This is an optimization exercise on Yosys and OpenROAD, whose aim is small area, a short achievable clock period and few clock cycles per item, not a production implementation. Only simulation tests tie the RTL to the original design; equivalence was not proved.

File: flow/run.sh
#!/bin/bash
# synth_recipe.tcl (not shown) runs the flow's synth.tcl, then flattens the netlist and writes it again
# the make line also repeats each setting of config.mk as NAME=value (left out here)
make -C /OpenROAD-flow-scripts/flow DESIGN_CONFIG=/design/flow/config.mk WORK_HOME=/design/flow/orfs CLKGATE_MAP_FILE= SYNTH_SCRIPT=/design/flow/synth_recipe.tcl finish
File: flow/config.mk
export PLATFORM = sky130hd
export DESIGN_NAME = kdf_sha256
export DESIGN_NICKNAME = kdf_sha256
export VERILOG_FILES = /design/flow/design.v
export SDC_FILE = /design/flow/constraint.sdc
export NUM_CORES = 4
export LEC_CHECK = 0
export CAP_MARGIN = 20
export CORE_MARGIN = 2
export CORE_UTILIZATION = 40
export SETUP_SLACK_MARGIN = 0.2
export SLEW_MARGIN = 20
File: flow/constraint.sdc
create_clock -name core_clock -period 10.0 [get_ports {clk}]
set_input_delay 2.0000 -clock core_clock [delete_from_list [all_inputs] [get_ports {clk}]]
set_output_delay 2.0000 -clock core_clock [all_outputs]
set_load 0.01 [all_outputs]
File: flow/design.v
module kdf_sha256 (
    input  wire         clk,
    input  wire         rst,
    input  wire         in_valid,
    output wire         in_ready,
    input  wire         in_first,
    input  wire [511:0] in_block,
    output wire         out_valid,
    input  wire         out_ready,
    output wire [255:0] out_digest
);
    localparam [1:0] S_IDLE  = 2'd0,
                     S_ROUND = 2'd1,
                     S_ADD   = 2'd2,
                     S_DONE  = 2'd3;
    reg [31:0] k_t;
    reg [5:0]  t;
    always @(*) begin
        case (t)
            6'd0:  k_t = 32'h428a2f98;  6'd1:  k_t = 32'h71374491;
            6'd2:  k_t = 32'hb5c0fbcf;  6'd3:  k_t = 32'he9b5dba5;
            6'd4:  k_t = 32'h3956c25b;  6'd5:  k_t = 32'h59f111f1;
            6'd6:  k_t = 32'h923f82a4;  6'd7:  k_t = 32'hab1c5ed5;
            6'd8:  k_t = 32'hd807aa98;  6'd9:  k_t = 32'h12835b01;
            6'd10: k_t = 32'h243185be;  6'd11: k_t = 32'h550c7dc3;
            6'd12: k_t = 32'h72be5d74;  6'd13: k_t = 32'h80deb1fe;
            6'd14: k_t = 32'h9bdc06a7;  6'd15: k_t = 32'hc19bf174;
            6'd16: k_t = 32'he49b69c1;  6'd17: k_t = 32'hefbe4786;
            6'd18: k_t = 32'h0fc19dc6;  6'd19: k_t = 32'h240ca1cc;
            6'd20: k_t = 32'h2de92c6f;  6'd21: k_t = 32'h4a7484aa;
            6'd22: k_t = 32'h5cb0a9dc;  6'd23: k_t = 32'h76f988da;
            6'd24: k_t = 32'h983e5152;  6'd25: k_t = 32'ha831c66d;
            6'd26: k_t = 32'hb00327c8;  6'd27: k_t = 32'hbf597fc7;
            6'd28: k_t = 32'hc6e00bf3;  6'd29: k_t = 32'hd5a79147;
            6'd30: k_t = 32'h06ca6351;  6'd31: k_t = 32'h14292967;
            6'd32: k_t = 32'h27b70a85;  6'd33: k_t = 32'h2e1b2138;
            6'd34: k_t = 32'h4d2c6dfc;  6'd35: k_t = 32'h53380d13;
            6'd36: k_t = 32'h650a7354;  6'd37: k_t = 32'h766a0abb;
            6'd38: k_t = 32'h81c2c92e;  6'd39: k_t = 32'h92722c85;
            6'd40: k_t = 32'ha2bfe8a1;  6'd41: k_t = 32'ha81a664b;
            6'd42: k_t = 32'hc24b8b70;  6'd43: k_t = 32'hc76c51a3;
            6'd44: k_t = 32'hd192e819;  6'd45: k_t = 32'hd6990624;
            6'd46: k_t = 32'hf40e3585;  6'd47: k_t = 32'h106aa070;
            6'd48: k_t = 32'h19a4c116;  6'd49: k_t = 32'h1e376c08;
            6'd50: k_t = 32'h2748774c;  6'd51: k_t = 32'h34b0bcb5;
            6'd52: k_t = 32'h391c0cb3;  6'd53: k_t = 32'h4ed8aa4a;
            6'd54: k_t = 32'h5b9cca4f;  6'd55: k_t = 32'h682e6ff3;
            6'd56: k_t = 32'h748f82ee;  6'd57: k_t = 32'h78a5636f;
            6'd58: k_t = 32'h84c87814;  6'd59: k_t = 32'h8cc70208;
            6'd60: k_t = 32'h90befffa;  6'd61: k_t = 32'ha4506ceb;
            6'd62: k_t = 32'hbef9a3f7;  default: k_t = 32'hc67178f2;
        endcase
    end
    reg [1:0]  state;
    reg [31:0] h0, h1, h2, h3, h4, h5, h6, h7;    
    reg [31:0] a, b, c, d, e, f, g, h;            
    reg [31:0] w [0:15];                          
    wire [31:0] s1  = {e[5:0], e[31:6]} ^ {e[10:0], e[31:11]} ^ {e[24:0], e[31:25]};
    wire [31:0] ch  = (e & f) ^ (~e & g);
    wire [31:0] t1  = h + s1 + ch + k_t + w[0];
    wire [31:0] s0  = {a[1:0], a[31:2]} ^ {a[12:0], a[31:13]} ^ {a[21:0], a[31:22]};
    wire [31:0] maj = (a & b) ^ (a & c) ^ (b & c);
    wire [31:0] t2  = s0 + maj;
    wire [31:0] w1  = w[1];
    wire [31:0] w14 = w[14];
    wire [31:0] ls0 = {w1[6:0], w1[31:7]} ^ {w1[17:0], w1[31:18]} ^ (w1 >> 3);
    wire [31:0] ls1 = {w14[16:0], w14[31:17]} ^ {w14[18:0], w14[31:19]} ^ (w14 >> 10);
    wire [31:0] w_new = ls1 + w[9] + ls0 + w[0];
    assign in_ready   = (state == S_IDLE);
    assign out_valid  = (state == S_DONE);
    assign out_digest = {h0, h1, h2, h3, h4, h5, h6, h7};
    integer i;
    always @(posedge clk) begin
        if (rst) begin
            state <= S_IDLE;
            t     <= 6'd0;
        end else begin
            case (state)
                S_IDLE: begin
                    if (in_valid) begin
                        for (i = 0; i < 16; i = i + 1)
                            w[i] <= in_block[511-32*i -: 32];
                        if (in_first) begin
                            h0 <= 32'h6a09e667; h1 <= 32'hbb67ae85;
                            h2 <= 32'h3c6ef372; h3 <= 32'ha54ff53a;
                            h4 <= 32'h510e527f; h5 <= 32'h9b05688c;
                            h6 <= 32'h1f83d9ab; h7 <= 32'h5be0cd19;
                            a  <= 32'h6a09e667; b  <= 32'hbb67ae85;
                            c  <= 32'h3c6ef372; d  <= 32'ha54ff53a;
                            e  <= 32'h510e527f; f  <= 32'h9b05688c;
                            g  <= 32'h1f83d9ab; h  <= 32'h5be0cd19;
                        end else begin
                            a <= h0; b <= h1; c <= h2; d <= h3;
                            e <= h4; f <= h5; g <= h6; h <= h7;
                        end
                        t     <= 6'd0;
                        state <= S_ROUND;
                    end
                end
                S_ROUND: begin
                    h <= g;
                    g <= f;
                    f <= e;
                    e <= d + t1;
                    d <= c;
                    c <= b;
                    b <= a;
                    a <= t1 + t2;
                    for (i = 0; i < 15; i = i + 1)
                        w[i] <= w[i+1];
                    w[15] <= w_new;
                    t <= t + 6'd1;
                    if (t == 6'd63)
                        state <= S_ADD;
                end
                S_ADD: begin
                    h0 <= h0 + a; h1 <= h1 + b; h2 <= h2 + c; h3 <= h3 + d;
                    h4 <= h4 + e; h5 <= h5 + f; h6 <= h6 + g; h7 <= h7 + h;
                    state <= S_DONE;
                end
                S_DONE: begin
                    if (out_ready)
                        state <= S_IDLE;
                end
            endcase
        end
    end
endmodule
==> results.json <==
{
  "status": "no timing/DRC/antenna violations",
  "synth_edf_count": 1024,
  "placed_cell_area_um2": 82400,
  "worstMarginPinSlew_ps": 1290,
  "io_buffers": 774,
  "seq_area_frac_synth_pct": 43.6,
  "overflow": 0,
  "wire_per_inst_um": 27.9,
  "hold_buffers": 0,
  "post_cts_buffers": 0,
  "drt-initial-drc-count": 6268,
  "crit_path_top_delay_cell": "edfxtp_1",
  "die_y_um": 429,
  "via_count": 56936,
  "top_usage_layer": "met2",
  "r2r-start": "e[8]",
  "slowest_delay_ps": 530,
  "hold_ws_ps": 540,
  "max-cap-violations": 0,
  "fmax_mhz": 118,
  "grtUsageMet3_pct": 6.42,
  "min_to": "w[5][31]",
  "crit_required_ps": 10560,
  "grt_start_max_net_pins": 223,
  "grt_pass1_wl_um": 395000,
  "drcViolationCount": 0,
  "antenna_found_initial": 56,
  "hold_path_depth": 1,
  "dp.final_hpwl_um": 215000,
  "initial_core_util_pct": 40.2,
  "synth_compound_area_share_pct": 14.7,
  "synthArstFlopShare_pct": 0,
  "largest_reg_flops": 512,
  "yosys_most_used_dff": "edfxtp_1",
  "fp.dieW_um": 429,
  "root_buffer": "clkbuf_16",
  "synthMuxAreaShare_pct": 8.61,
  "final_antenna_net_count": 0,
  "finalSetupViolCount": 0,
  "startpoint_type": "flip-flop",
  "maxSlewViolCount": 0,
  "cts.repair.resized": 0,
  "drive_above_1_share_pct": 10.7,
  "clkTransAtPathRegs_ps": 60,
  "syn-num-nets": 7963,
  "synth-seq-cells": 1064,
  "grtUsageMet2_pct": 49.8,
  "io_pins": 775,
  "layout_common_cells": "edfxtp_1 (1024), clkdlybuf4s50_1 (773), a21oi_1 (578)",
  "core_um2": 180000,
  "drt-pass1-iter-count": 6,
  "fin_cells": 9984,
  "synth_fa_ha_area_share_pct": 12.3,
  "rsz0062_at_grt": "false",
  "numPlacedInstances": 9723,
  "skew_ps": 46.2,
  "grt_pass1_vias": 55571,
  "insertion_delay_ps": 810,
  "synth_top_family_by_area": "compound AO/OA/AOI/OAI gates",
  "viasPerCell": 5.70,
  "r2r_end": "a[31]",
  "rows": 156,
  "dieArea_um2": 184000,
  "synth_cells": 6858,
  "slew_headroom_pct": 13.4,
  "hold_class": "flip-flop to flip-flop",
  "min-delay-start": "w[6][31]",
  "track_usage_pct": 29.5,
  "cts_buffers": 132,
  "crit_family": "compound AO/OA/AOI/OAI gates",
  "fin_nets": 8592,
  "syn-cell-area_um2": 72300,
  "place.gp.congestion": 1.00,
  "rr_worst_depth": 31,
  "htree_levels": 4,
  "endpoint_kind": "flip-flop",
  "regMostFlops": "w",
  "clkSinkCount": 1064,
  "yosys_warnings": 2,
  "rrSetupSlack_ps": 1560,
  "grt_use_met1_pct": 36.2,
  "fin_area_um2": 86500,
  "cpMostUsedCell": "inv_1",
  "period_needed_ps": 8440,
  "crit_arrival_ps": 9010,
  "clockBufferDepth": 3,
  "wl_um": 279000,
  "cts_tree": "built",
  "cp_num_buf_inv": 5,
  "syn_to_final_growth_pct": 19.6,
  "fin_crit_sh_pct": 84.4,
  "yosys.area_share.simple_pct": 9.55,
  "crit_type": "flip-flop to flip-flop",
  "syn_area_per_cell_um2": 10.5,
  "synthXorXnorAreaFrac_pct": 6.73,
  "hold_viol_final": 0,
  "layout_commonest_cell": "edfxtp_1",
  "synth.distinct_cells": 89,
  "worstPathMaxFanout": 7
}
-- final cells by class --
type / count / area, um^2
diodes: 23 / 57.6
clock buffers: 163 / 3440
clock inverters: 75 / 654
fillers: 16656 / 93600
inverters: 533 / 2000
multi-input cells: 4931 / 37600
flip-flops and latches: 1064 / 31600
well taps: 2370 / 2970
repair buffers: 825 / 8250
-- metal layers --
layer	vias to the layer above	share of wire, %
met2	2372	48
li1	26240	-
met3	550	7.5
met5	-	0.099
met1	27728	39
met4	46	4.9
-- cells in the mapped netlist, types with 50 or more instances --
master / n / area [um^2]
nand3_1: 87 / 435
a21o_1: 163 / 1220
o21ai_0: 500 / 2500
fa_1: 195 / 3900
clkbuf_1: 290 / 1090
xnor2_1: 399 / 3490
xor2_1: 154 / 1350
inv_1: 528 / 1980
a21oi_1: 579 / 2900
ha_1: 393 / 4920
o21a_1: 59 / 443
a211oi_1: 58 / 435
nor3_1: 328 / 1640
o211ai_1: 50 / 375
nand2b_1: 73 / 457
nor2_1: 252 / 946
mux2_2: 522 / 5880
nand2_1: 513 / 1930
edfxtp_1: 1024 / 30700
-- logic make-up (layout without fill, tap and decap cells) --
logic type / after synthesis / count (layout)
fa+ha+maj: 597 / 597
simple gates: 1480 / 1480
other cells: 0 / 23
mux: 557 / 557
buf+inv: 863 / 1596
flops: 1064 / 1064
xor+xnor: 554 / 554
compound gates: 1743 / 1743
-- worst max path at each step --
stage | slack (ps) | start | cells past startpoint | to
floorplan | -3920 | in_valid | 2 | a[0]
global placement | 1700 | e[13] | 31 | a[31]
detailed placement | 1630 | e[13] | 31 | a[31]
CTS | 1600 | e[13] | 31 | a[31]
global route | 1100 | e[8] | 32 | a[31]
finish | 1560 | e[8] | 31 | a[31]
-- metrics by stage --
| step | setup slack, ps | setup TNS [ps] | util [%] |
|---|---|---|---|
| after floorplan | -3920 | -3014250 | - |
| after detailed placement | 1630 | 0 | 45.7 |
| after global routing | 1100 | 0 | 48.0 |
| after CTS | 1600 | 0 | 48.0 |
| final | 1560 | 0 | 48.0 |
| after global placement | 1700 | 0 | 45.7 |
Testbench counts, summed over its fixed seeds: cycles 51,456, items 768.

re-timing with driven ports:
In the flow no input, the clock included, has a driving cell. The finished layout below was timed again as built, in two steps. Step 1 assumes that a clkbuf_16 drives the clock port and a buf_2 every other input. Step 2 times the ports against the registers' clock, not the clock port: input delays grow and output delays shrink by t, the midpoint of the rising clock arrivals with the driver on. Three values: ideal, step 1, step 2; two values: the first two.
t (ns): 0.861
setup slack, ns: 1.556 / 1.556 / 1.556
clock arrival spread, ns: 0.046 / 0.046
worst register clock-pin slew, ns: 0.06 / 0.06
worst slew at a driven data input, ns: 0.14
After both steps this run still meets setup and hold. For this run, drivers alone change the setup slack by 0.000 ns; drivers and shift together by 0.000 ns.
